Context: an optimization exercise on an open-source flow, tuned for small area and a short achievable clock period. The choices shown serve that exercise and are no tape-out recipe.
The RTL was checked by simulation tests, not by an equivalence proof against the original design.

==> build 61: inputs <==
==> flow/design.v <==
module dc_blocker (
    input  wire               clk,
    input  wire               rst,        
    input  wire               in_valid,
    input  wire signed [39:0] x,
    input  wire               track,
    input  wire               load,
    input  wire        [2:0]  corner,
    output reg                out_valid,
    output reg  signed [39:0] y,
    output wire signed [71:0] base
);
    reg        busy;
    reg  [7:0] ph;           
    reg  [39:0] x_r;
    reg        load_r;       
    reg        neg4;         
    reg        b_zero, s_zero;
    reg        wsh;          
    reg  [2:0] wcount;
    wire last = ph[7];
    wire acc  = in_valid & ~rst & (~busy | last);
    wire spec = ~busy | last;                  
    reg  [77:0] bph;
    reg  [51:0] sph;
    reg  [39:0] win0, win1, win2, win3, win4, win5, win6;
    assign base = bph[77:6];
    reg  [9:0] r_nz, r_two, r_neg;
    wire [8:0] sel_in;       
    assign sel_in[7] = load;
    assign sel_in[8] = ~load & (~track | (corner == 3'd7));
    genvar gc;
    generate
        for (gc = 0; gc < 7; gc = gc + 1) begin : g_sel
            assign sel_in[gc] = ~load & track & (corner == gc);
        end
    endgenerate
    wire [9:0] c_nz, c_two, c_neg;
    assign c_nz[0]  = sel_in[0] | sel_in[2] | sel_in[3] | sel_in[4] | sel_in[6];
    assign c_two[0] = sel_in[0] | sel_in[2];
    assign c_neg[0] = sel_in[0] | sel_in[2] | sel_in[5] | sel_in[7] | sel_in[8];
    assign c_nz[1]  = sel_in[0] | sel_in[1] | sel_in[3] | sel_in[4] | sel_in[5] | sel_in[6];
    assign c_two[1] = sel_in[0] | sel_in[4] | sel_in[5];
    assign c_neg[1] = sel_in[0] | sel_in[1] | sel_in[3] | sel_in[4] | sel_in[6];
    assign c_nz[2]  = sel_in[1] | sel_in[2] | sel_in[3];
    assign c_two[2] = sel_in[3];
    assign c_neg[2] = sel_in[1];
    assign c_nz[3]  = sel_in[2] | sel_in[3] | sel_in[4];
    assign c_two[3] = sel_in[3];
    assign c_neg[3] = sel_in[2] | sel_in[3];
    assign c_nz[4]  = sel_in[0] | sel_in[2] | sel_in[4] | sel_in[5];
    assign c_two[4] = sel_in[0] | sel_in[2] | sel_in[5];
    assign c_neg[4] = sel_in[0] | sel_in[2] | sel_in[4];
    assign c_nz[5]  = sel_in[0] | sel_in[1] | sel_in[3] | sel_in[4] | sel_in[5] | sel_in[6];
    assign c_two[5] = sel_in[0] | sel_in[4] | sel_in[5];
    assign c_neg[5] = sel_in[0] | sel_in[1] | sel_in[3] | sel_in[4];
    assign c_nz[6]  = sel_in[0] | sel_in[1] | sel_in[2] | sel_in[3] | sel_in[6];
    assign c_two[6] = sel_in[0] | sel_in[3];
    assign c_neg[6] = sel_in[1] | sel_in[2] | sel_in[3];
    assign c_nz[7]  = sel_in[1] | sel_in[2] | sel_in[4] | sel_in[5] | sel_in[6];
    assign c_two[7] = sel_in[2] | sel_in[6];
    assign c_neg[7] = sel_in[4];
    assign c_nz[8]  = sel_in[3] | sel_in[4] | sel_in[7];
    assign c_two[8] = sel_in[4];
    assign c_neg[8] = 1'b0;
    assign c_nz[9]  = sel_in[5] | sel_in[6];
    assign c_two[9] = sel_in[6];
    assign c_neg[9] = 1'b0;
    wire [3:0] xs = load_r ? ph[5:2] : ph[4:1];
    wire [12:0] xf7 = ({13{xs[0]}} & {x_r[6:0], 6'd0}) |
                      ({13{xs[1]}} & x_r[19:7]) |
                      ({13{xs[2]}} & x_r[32:20]) |
                      ({13{xs[3]}} & {{6{x_r[39]}}, x_r[39:33]});
    wire [3:0] ws = xs & {4{wcount == 3'd7}};
    wire [12:0] w6f = ({13{ws[0]}} & {win6[6:0], 6'd0}) |
                      ({13{ws[1]}} & win6[19:7]) |
                      ({13{ws[2]}} & win6[32:20]) |
                      ({13{ws[3]}} & {{6{win6[39]}}, win6[39:33]});
    wire [12:0] s_rd = s_zero ? 13'd0 : sph[12:0];
    reg  [12:0] b_dr;
    always @* begin
        if (~busy)
            b_dr = bph[18:6];
        else if (ph[0] | ph[7])
            b_dr = bph[31:19];
        else if (ph[1])
            b_dr = bph[44:32];
        else if (ph[2])
            b_dr = bph[57:45];
        else if (ph[3])
            b_dr = bph[70:58];
        else
            b_dr = {{6{bph[77]}}, bph[77:71]};
        if (b_zero && !last) b_dr = 13'd0;
    end
    wire [12:0] b_rd = b_zero ? 13'd0 :
                       ph[7] ? bph[77:65] :
                       ph[2] ? bph[12:0] : bph[25:13];
    reg  [12:0] h0, h1, h2;           
    reg         dcy;
    reg  [13:0] dsum;
    always @* begin
        dsum = 14'd0;
        if (spec)
            dsum = {1'b0, ~b_dr} + 14'd1;
        else if (~load_r) begin
            if (~ph[5] & ~ph[6])
                dsum = {1'b0, xf7} + {1'b0, ~b_dr} + {13'd0, dcy};
            else
                dsum = {1'b0, {13{h0[12]}}};
        end else begin
            if (|ph[5:2])
                dsum = {1'b0, xf7} + {1'b0, s_rd} + {13'd0, dcy};
            else if (ph[6])
                dsum = {1'b0, {13{h0[12]}}};
        end
    end
    always @(posedge clk) begin
        h0  <= dsum[12:0];
        dcy <= (load_r & (ph[0] | ph[1])) ? 1'b0 : dsum[13];
        h1  <= (spec | (load_r & ph[0])) ? 13'd0 : h0;
        h2  <= spec ? 13'd0 : h1;
    end
    wire [38:0] hist = {h0, h1, h2};
    wire [12:0] rr [0:9];
    genvar gi;
    generate
        for (gi = 0; gi < 10; gi = gi + 1) begin : g_row
            wire [12:0] one = hist[26 - 2*gi + 12 : 26 - 2*gi];
            wire [12:0] two = hist[25 - 2*gi + 12 : 25 - 2*gi];
            assign rr[gi] = ({13{r_nz[gi]}} & (r_two[gi] ? two : one)) ^ {13{r_neg[gi]}};
        end
    endgenerate
    wire [12:0] brow = (ph[0] | ph[1]) ? 13'd0 :
                       ph[2] ? {b_rd[12:6] & {7{~load_r}}, 1'b1, 5'd0} :
                       load_r ? 13'd0 : b_rd;
    function [33:0] csa;              
        input [16:0] a, b, c;
        reg   [16:0] m;
        begin
            m   = (a & b) | (a & c) | (b & c);
            csa = {m[15:0], 1'b0, a ^ b ^ c};
        end
    endfunction
    wire [16:0] e0 = {4'd0, rr[0]}, e1 = {4'd0, rr[1]}, e2 = {4'd0, rr[2]},
                e3 = {4'd0, rr[3]}, e4 = {4'd0, rr[4]}, e5 = {4'd0, rr[5]},
                e6 = {4'd0, rr[6]}, e7 = {4'd0, rr[7]}, e8 = {4'd0, rr[8]},
                e9 = {4'd0, rr[9]}, eb = {4'd0, brow};
    wire [33:0] l1a = csa(e0, e1, e2);
    wire [33:0] l1b = csa(e3, e4, e5);
    wire [33:0] l1c = csa(e6, e7, e8);
    wire [33:0] l2a = csa(l1a[16:0], l1a[33:17], l1b[16:0]);
    wire [33:0] l2b = csa(l1b[33:17], l1c[16:0], l1c[33:17]);
    wire [33:0] l3a = csa(l2a[16:0], l2a[33:17], l2b[16:0]);
    wire [33:0] l3b = csa(l2b[33:17], e9, eb);
    wire [33:0] l4  = csa(l3a[16:0], l3a[33:17], l3b[16:0]);
    wire [33:0] l5  = csa(l4[16:0], l4[33:17], l3b[33:17]);
    reg  [16:0] sv, cv;
    always @(posedge clk) begin
        sv  <= l5[16:0];
        cv  <= l5[33:17];
    end
    wire        b0  = b_zero ? 1'b0 : bph[6];
    reg  [3:0]  cr;
    wire [3:0]  cin = ph[1] ? ((neg4 ? 4'd4 : 4'd1) - {3'd0, b0}) : cr;
    wire [12:0] a7m  = (load_r ? hist[22:10] : b_rd) - {9'd0, k7};
    wire [25:0] rsum = {ph[7] ? a7m : 13'd0, 13'd0} + {9'd0, sv} + {9'd0, cv} + {22'd0, cin};
    wire [12:0] dig  = rsum[12:0];
    wire [3:0]  crn  = rsum[16:13];
    wire [12:0] dig7 = rsum[25:13];
    reg         t_z, t_o;
    wire        tie = b0 ? (t_o & (&dig[5:0])) : (t_z & ~(|dig[5:0]));
    wire [12:0] bnew = ph[3] ? {dig[12:7], tie ? b0 : dig[6], dig[5:0]} : dig;
    wire [9:0]  r7 = (r_nz & {10{h0[12]}}) ^ r_neg;
    wire [3:0]  k7n = load_r ? 4'd1 :
                      r7[0] + r7[1] + r7[2] + r7[3] + r7[4] + r7[5] + r7[6] +
                      r7[7] + r7[8] + r7[9];
    reg  [3:0]  k7;
    always @(posedge clk)
        k7 <= k7n;
    always @(posedge clk) begin
        cr <= crn;
        if (ph[1]) begin
            t_z <= ~(|dig);
            t_o <= &dig;
        end else if (ph[2]) begin
            t_z <= t_z & ~(|dig);
            t_o <= t_o & (&dig);
        end
    end
    wire [12:0] a_d = load_r ? hist[22:10] : b_rd;
    reg         sticky;
    wire        up = a_d[11] & (sticky | (|a_d[10:0]) | a_d[12]);
    wire [12:0] xf1 = ({13{ph[4]}} & {x_r[0], 12'd0}) |
                      ({13{ph[5]}} & x_r[13:1]) |
                      ({13{ph[6]}} & x_r[26:14]) |
                      ({13{ph[7]}} & x_r[39:27]);
    reg         ybor;
    wire [13:0] ysub = {x_r[39] & ph[7], xf1} -
                       {a_d[12] & ph[7], ph[4] ? {a_d[12], 12'd0} : a_d} -
                       (ph[4] ? {1'b0, up, 12'd0} : {13'd0, ybor});
    wire        y40 = ysub[13];
    wire        ovf = y40 ^ ysub[12];
    always @(posedge clk) begin
        if (ph[2])
            sticky <= |a_d[12:6];
        else if (ph[3])
            sticky <= sticky | (|a_d);
        ybor <= ysub[13];
        if (last & ovf)
            y <= y40 ? 40'h8000000000 : 40'h7fffffffff;
        else
            y <= {ysub[12:0], y[39:13]};
    end
    wire        sa_act = |xs;
    reg  [1:0]  scy;
    wire [14:0] ssum = s_rd + xf7 + {2'b00, ~w6f} + (xs[0] ? 2'd1 : scy);
    always @(posedge clk) begin
        scy <= ssum[14:13];
        if (sa_act)
            sph <= {ssum[12:0], sph[51:13]};
    end
    always @(posedge clk) begin
        if (spec) begin
            x_r    <= x;
            load_r <= load;
            neg4   <= |sel_in[4:0];
            r_nz   <= c_nz;
            r_two  <= c_two;
            r_neg  <= c_neg;
        end
        wsh <= ph[6];
        if (|ph[7:3])
            bph[64:0] <= {bnew, bph[64:13]};
        if (wsh)
            bph[77:65] <= dig7;
        if (wsh) begin
            win0 <= x_r; win1 <= win0; win2 <= win1; win3 <= win2;
            win4 <= win3; win5 <= win4; win6 <= win5;
        end
        if (rst) begin
            busy      <= 1'b0;
            ph        <= 8'd0;
            out_valid <= 1'b0;
            b_zero    <= 1'b1;
            s_zero    <= 1'b1;
            wcount    <= 3'd0;
        end else begin
            out_valid <= last;
            ph <= {ph[6:0], acc};
            if (acc)
                busy <= 1'b1;
            else if (last)
                busy <= 1'b0;
            if (last) begin
                b_zero <= 1'b0;
                if (wcount != 3'd7) wcount <= wcount + 3'd1;
            end
            if (xs[3])
                s_zero <= 1'b0;
        end
    end
endmodule
==> flow/flow/run.sh <==
#!/bin/bash
set -e
export BUFFER_PORTS_ARGS="-buffer_cell sky130_fd_sc_hd__buf_2"
export SETUP_SLACK_MARGIN=14.8
bash standard.sh > standard.log 2>&1
==> flow/standard.sh <==
#!/bin/bash
# synth_recipe.tcl (not shown) runs the flow's synth.tcl, then flattens the netlist and writes it again
# the make line also repeats each setting of config.mk as NAME=value (left out here)
make -C /OpenROAD-flow-scripts/flow DESIGN_CONFIG=/design/flow/config.mk WORK_HOME=/design/flow/orfs CLKGATE_MAP_FILE= SYNTH_SCRIPT=/design/flow/synth_recipe.tcl "${@:-finish}"
==> flow/config.mk <==
export PLATFORM = sky130hd
export DESIGN_NAME = dc_blocker
export DESIGN_NICKNAME = dc_blocker
export VERILOG_FILES = /design/flow/design.v
export SDC_FILE = /design/flow/constraint.sdc
export NUM_CORES = 4
export LEC_CHECK = 0
export CAP_MARGIN = 20
export CORE_MARGIN = 2
export CORE_UTILIZATION = 65
export SLEW_MARGIN = 20
==> flow/constraint.sdc <==
create_clock -name core_clock -period 20.0 [get_ports {clk}]
set_input_delay 4.0000 -clock core_clock [delete_from_list [all_inputs] [get_ports {clk}]]
set_output_delay 4.0000 -clock core_clock [all_outputs]
set_load 0.01 [all_outputs]
==> inputs of build 80, as changes to build 61 <==
--- a/flow/design.v
+++ b/flow/design.v
@@ -25,7 +25,8 @@
     reg  [51:0] sph;
     reg  [39:0] win0, win1, win2, win3, win4, win5, win6;
     assign base = bph[77:6];
-    reg  [9:0] r_nz, r_two, r_neg;
+    reg  [7:0] r_sa, r_sb, r_neg;
+    reg  [3:0] r_p8;
     wire [8:0] sel_in;       
     assign sel_in[7] = load;
     assign sel_in[8] = ~load & (~track | (corner == 3'd7));
@@ -66,6 +67,7 @@
     assign c_nz[9]  = sel_in[5] | sel_in[6];
     assign c_two[9] = sel_in[6];
     assign c_neg[9] = 1'b0;
+    wire [3:0] c_p8 = {sel_in[6], sel_in[5], sel_in[4], sel_in[3] | sel_in[7]};
     wire [3:0] xs = load_r ? ph[5:2] : ph[4:1];
     wire [12:0] xf7 = ({13{xs[0]}} & {x_r[6:0], 6'd0}) |
                       ({13{xs[1]}} & x_r[19:7]) |
@@ -122,15 +124,17 @@
         h2  <= spec ? 13'd0 : h1;
     end
     wire [38:0] hist = {h0, h1, h2};
-    wire [12:0] rr [0:9];
+    wire [12:0] rr [0:8];
     genvar gi;
     generate
-        for (gi = 0; gi < 10; gi = gi + 1) begin : g_row
+        for (gi = 0; gi < 8; gi = gi + 1) begin : g_row
             wire [12:0] one = hist[26 - 2*gi + 12 : 26 - 2*gi];
             wire [12:0] two = hist[25 - 2*gi + 12 : 25 - 2*gi];
-            assign rr[gi] = ({13{r_nz[gi]}} & (r_two[gi] ? two : one)) ^ {13{r_neg[gi]}};
+            assign rr[gi] = (({13{r_sa[gi]}} & one) | ({13{r_sb[gi]}} & two)) ^ {13{r_neg[gi]}};
         end
     endgenerate
+    assign rr[8] = ({13{r_p8[0]}} & hist[22:10]) | ({13{r_p8[1]}} & hist[21:9]) |
+                   ({13{r_p8[2]}} & hist[20:8])  | ({13{r_p8[3]}} & hist[19:7]);
     wire [12:0] brow = (ph[0] | ph[1]) ? 13'd0 :
                        ph[2] ? {b_rd[12:6] & {7{~load_r}}, 1'b1, 5'd0} :
                        load_r ? 13'd0 : b_rd;
@@ -145,16 +149,15 @@
     wire [16:0] e0 = {4'd0, rr[0]}, e1 = {4'd0, rr[1]}, e2 = {4'd0, rr[2]},
                 e3 = {4'd0, rr[3]}, e4 = {4'd0, rr[4]}, e5 = {4'd0, rr[5]},
                 e6 = {4'd0, rr[6]}, e7 = {4'd0, rr[7]}, e8 = {4'd0, rr[8]},
-                e9 = {4'd0, rr[9]}, eb = {4'd0, brow};
+                eb = {4'd0, brow};
     wire [33:0] l1a = csa(e0, e1, e2);
     wire [33:0] l1b = csa(e3, e4, e5);
     wire [33:0] l1c = csa(e6, e7, e8);
     wire [33:0] l2a = csa(l1a[16:0], l1a[33:17], l1b[16:0]);
     wire [33:0] l2b = csa(l1b[33:17], l1c[16:0], l1c[33:17]);
-    wire [33:0] l3a = csa(l2a[16:0], l2a[33:17], l2b[16:0]);
-    wire [33:0] l3b = csa(l2b[33:17], e9, eb);
-    wire [33:0] l4  = csa(l3a[16:0], l3a[33:17], l3b[16:0]);
-    wire [33:0] l5  = csa(l4[16:0], l4[33:17], l3b[33:17]);
+    wire [33:0] l3  = csa(l2a[16:0], l2a[33:17], l2b[16:0]);
+    wire [33:0] l4  = csa(l3[16:0], l3[33:17], l2b[33:17]);
+    wire [33:0] l5  = csa(l4[16:0], l4[33:17], eb);
     reg  [16:0] sv, cv;
     always @(posedge clk) begin
         sv  <= l5[16:0];
@@ -171,10 +174,10 @@
     reg         t_z, t_o;
     wire        tie = b0 ? (t_o & (&dig[5:0])) : (t_z & ~(|dig[5:0]));
     wire [12:0] bnew = ph[3] ? {dig[12:7], tie ? b0 : dig[6], dig[5:0]} : dig;
-    wire [9:0]  r7 = (r_nz & {10{h0[12]}}) ^ r_neg;
+    wire [8:0]  r7 = {(|r_p8) & h0[12], ((r_sa | r_sb) & {8{h0[12]}}) ^ r_neg};
     wire [3:0]  k7n = load_r ? 4'd1 :
                       r7[0] + r7[1] + r7[2] + r7[3] + r7[4] + r7[5] + r7[6] +
-                      r7[7] + r7[8] + r7[9];
+                      r7[7] + r7[8];
     reg  [3:0]  k7;
     always @(posedge clk)
         k7 <= k7n;
@@ -225,9 +228,10 @@
             x_r    <= x;
             load_r <= load;
             neg4   <= |sel_in[4:0];
-            r_nz   <= c_nz;
-            r_two  <= c_two;
-            r_neg  <= c_neg;
+            r_sa   <= c_nz[7:0] & ~c_two[7:0];
+            r_sb   <= c_nz[7:0] & c_two[7:0];
+            r_neg  <= c_neg[7:0];
+            r_p8   <= c_p8;
         end
         wsh <= ph[6];
         if (|ph[7:3])
==> flow/flow/run.sh (replaced) <==
#!/bin/bash
set -e
export BUFFER_PORTS_ARGS="-buffer_cell sky130_fd_sc_hd__buf_2"
export SETUP_SLACK_MARGIN=14.7
bash standard.sh > standard.log 2>&1
CORE_UTILIZATION = 70   (was 65)
CTS_CLUSTER_DIAMETER = 60   (was default)
CTS_CLUSTER_SIZE = 20   (was default)
==> inputs of build 62, as changes to build 61 <==
--- a/flow/design.v
+++ b/flow/design.v
@@ -25,7 +25,8 @@
     reg  [51:0] sph;
     reg  [39:0] win0, win1, win2, win3, win4, win5, win6;
     assign base = bph[77:6];
-    reg  [9:0] r_nz, r_two, r_neg;
+    reg  [7:0] r_sa, r_sb, r_neg;
+    reg  [3:0] r_p8;
     wire [8:0] sel_in;       
     assign sel_in[7] = load;
     assign sel_in[8] = ~load & (~track | (corner == 3'd7));
@@ -66,6 +67,7 @@
     assign c_nz[9]  = sel_in[5] | sel_in[6];
     assign c_two[9] = sel_in[6];
     assign c_neg[9] = 1'b0;
+    wire [3:0] c_p8 = {sel_in[6], sel_in[5], sel_in[4], sel_in[3] | sel_in[7]};
     wire [3:0] xs = load_r ? ph[5:2] : ph[4:1];
     wire [12:0] xf7 = ({13{xs[0]}} & {x_r[6:0], 6'd0}) |
                       ({13{xs[1]}} & x_r[19:7]) |
@@ -122,15 +124,17 @@
         h2  <= spec ? 13'd0 : h1;
     end
     wire [38:0] hist = {h0, h1, h2};
-    wire [12:0] rr [0:9];
+    wire [12:0] rr [0:8];
     genvar gi;
     generate
-        for (gi = 0; gi < 10; gi = gi + 1) begin : g_row
+        for (gi = 0; gi < 8; gi = gi + 1) begin : g_row
             wire [12:0] one = hist[26 - 2*gi + 12 : 26 - 2*gi];
             wire [12:0] two = hist[25 - 2*gi + 12 : 25 - 2*gi];
-            assign rr[gi] = ({13{r_nz[gi]}} & (r_two[gi] ? two : one)) ^ {13{r_neg[gi]}};
+            assign rr[gi] = (({13{r_sa[gi]}} & one) | ({13{r_sb[gi]}} & two)) ^ {13{r_neg[gi]}};
         end
     endgenerate
+    assign rr[8] = ({13{r_p8[0]}} & hist[22:10]) | ({13{r_p8[1]}} & hist[21:9]) |
+                   ({13{r_p8[2]}} & hist[20:8])  | ({13{r_p8[3]}} & hist[19:7]);
     wire [12:0] brow = (ph[0] | ph[1]) ? 13'd0 :
                        ph[2] ? {b_rd[12:6] & {7{~load_r}}, 1'b1, 5'd0} :
                        load_r ? 13'd0 : b_rd;
@@ -145,16 +149,15 @@
     wire [16:0] e0 = {4'd0, rr[0]}, e1 = {4'd0, rr[1]}, e2 = {4'd0, rr[2]},
                 e3 = {4'd0, rr[3]}, e4 = {4'd0, rr[4]}, e5 = {4'd0, rr[5]},
                 e6 = {4'd0, rr[6]}, e7 = {4'd0, rr[7]}, e8 = {4'd0, rr[8]},
-                e9 = {4'd0, rr[9]}, eb = {4'd0, brow};
+                eb = {4'd0, brow};
     wire [33:0] l1a = csa(e0, e1, e2);
     wire [33:0] l1b = csa(e3, e4, e5);
     wire [33:0] l1c = csa(e6, e7, e8);
     wire [33:0] l2a = csa(l1a[16:0], l1a[33:17], l1b[16:0]);
     wire [33:0] l2b = csa(l1b[33:17], l1c[16:0], l1c[33:17]);
-    wire [33:0] l3a = csa(l2a[16:0], l2a[33:17], l2b[16:0]);
-    wire [33:0] l3b = csa(l2b[33:17], e9, eb);
-    wire [33:0] l4  = csa(l3a[16:0], l3a[33:17], l3b[16:0]);
-    wire [33:0] l5  = csa(l4[16:0], l4[33:17], l3b[33:17]);
+    wire [33:0] l3  = csa(l2a[16:0], l2a[33:17], l2b[16:0]);
+    wire [33:0] l4  = csa(l3[16:0], l3[33:17], l2b[33:17]);
+    wire [33:0] l5  = csa(l4[16:0], l4[33:17], eb);
     reg  [16:0] sv, cv;
     always @(posedge clk) begin
         sv  <= l5[16:0];
@@ -171,10 +174,10 @@
     reg         t_z, t_o;
     wire        tie = b0 ? (t_o & (&dig[5:0])) : (t_z & ~(|dig[5:0]));
     wire [12:0] bnew = ph[3] ? {dig[12:7], tie ? b0 : dig[6], dig[5:0]} : dig;
-    wire [9:0]  r7 = (r_nz & {10{h0[12]}}) ^ r_neg;
+    wire [8:0]  r7 = {(|r_p8) & h0[12], ((r_sa | r_sb) & {8{h0[12]}}) ^ r_neg};
     wire [3:0]  k7n = load_r ? 4'd1 :
                       r7[0] + r7[1] + r7[2] + r7[3] + r7[4] + r7[5] + r7[6] +
-                      r7[7] + r7[8] + r7[9];
+                      r7[7] + r7[8];
     reg  [3:0]  k7;
     always @(posedge clk)
         k7 <= k7n;
@@ -225,9 +228,10 @@
             x_r    <= x;
             load_r <= load;
             neg4   <= |sel_in[4:0];
-            r_nz   <= c_nz;
-            r_two  <= c_two;
-            r_neg  <= c_neg;
+            r_sa   <= c_nz[7:0] & ~c_two[7:0];
+            r_sb   <= c_nz[7:0] & c_two[7:0];
+            r_neg  <= c_neg[7:0];
+            r_p8   <= c_p8;
         end
         wsh <= ph[6];
         if (|ph[7:3])
==> flow/flow/run.sh (replaced) <==
#!/bin/bash
set -e
export BUFFER_PORTS_ARGS="-buffer_cell sky130_fd_sc_hd__buf_2"
export SETUP_SLACK_MARGIN=14.7
bash standard.sh > standard.log 2>&1
==> inputs of trial 39, as changes to build 61 <==
==> flow/flow/run.sh (replaced) <==
#!/bin/bash
set -e
export BUFFER_PORTS_ARGS="-buffer_cell sky130_fd_sc_hd__buf_2"
bash standard.sh > standard.log 2>&1
==> qor summary <==
| item | build 80 | build 62 | trial 39 | build 61 |
|---|---|---|---|---|
| Status | finished clean | finished clean | finished clean | finished clean |
| Clock tree skew after final layout | 24.66 ps | 33.59 ps | 20.84 ps | 49.80 ps |
| Effective utilization at floorplan | 70.44% | 66.19% | 65.57% | 65.57% |
| R2R setup slack | 14810 ps | 14920 ps | 14550 ps | 14940 ps |
| Share of cell area taken by multi-input logic gates | 36.36% | 35.42% | 37.42% | 36.59% |
| Hold worst-path end | win4[19] | win2[4] | win1[32] | win1[15] |
| Ant diodes | 1 | 0 | 1 | 0 |
| Initial DRT Pass Iterations | 9 | 7 | 7 | 6 |
| CTS Sinks | 611 | 611 | 608 | 608 |
| Critical Path RT | 16000 ps | 16000 ps | 20390 ps | 16000 ps |
| Maximum vdd drop | 0.1451 mV | 0.1353 mV | 0.1125 mV | 0.1463 mV |
| Fraction of layout instances using a drive strength above 1 | 12.40% | 14.18% | 15.75% | 19.38% |
| Wire per inst | 24.87 um | 24.63 um | 22.90 um | 23.03 um |
| Layout overhead on the synthesized area | 7.043% | 9.639% | 8.869% | 11.59% |
| Detail-routed via count per cell | 6.383 | 6.223 | 5.961 | 6.006 |
| Final worst-path setup slack | 14710 ps | 14700 ps | 14550 ps | 14660 ps |
| Instance count of the mapped netlist | 2456 | 2456 | 2597 | 2597 |
| Depth of the worst register-to-register path | 19 | 19 | 17 | 19 |
| Relative area of clock buffers and inverters in the final design | 4.008% | 6.029% | 5.887% | 5.642% |
| Sequential cell area | 17050 um^2 | 17050 um^2 | 16970 um^2 | 16980 um^2 |
| Die Ht | 214.3 um | 222.2 um | 225.5 um | 225.5 um |
| Number of buffers created by CTS | 42 | 59 | 60 | 59 |
| Tightest hold margin | 413.4 ps | 404.5 ps | 411.8 ps | 413.1 ps |
| Startpoint of the tightest hold check path | win3[19] | win1[4] | win0[32] | win0[15] |
| Core box area | 43930 um^2 | 46750 um^2 | 48650 um^2 | 48650 um^2 |
| Arrival time reported for the critical path endpoint | 1290 ps | 1300 ps | 5840 ps | 1340 ps |
| First-iteration detailed-routing DRC count | 2581 | 2287 | 1963 | 2329 |

==> what the ideal ports hide <==
No port has a modelled driver above. Below, the same layouts with a new extraction and two added sets of constraints. Step 1 sets driving cells, clkbuf_16 on the clock port and buf_2 on the other inputs (assumed; they add their load-dependent delay and slew). Step 2, shift: input delay + t, output delay - t, t = (earliest + latest rising clock arrival at the registers) / 2. This alone moves slack from input paths to output paths. Three values: ideal ports, drivers, drivers and shift; two values: the first two.
run | t, ns | setup WS [ns] | worst data-port slew with drivers (ns)
build 61 | 0.691 | 14.655 / 14.593 / 14.763 | 0.07
build 80 | 0.645 | 14.711 / 14.649 / 14.692 | 0.07
build 62 | 0.692 | 14.702 / 14.639 / 14.659 | 0.06
trial 39 | 0.685 | 14.548 / 14.548 / 14.548 | 0.07
After both steps every run listed still meets setup and hold. The setup slack of build 62, which loses most, moves by -0.063 ns with the drivers and by -0.043 ns with both steps.
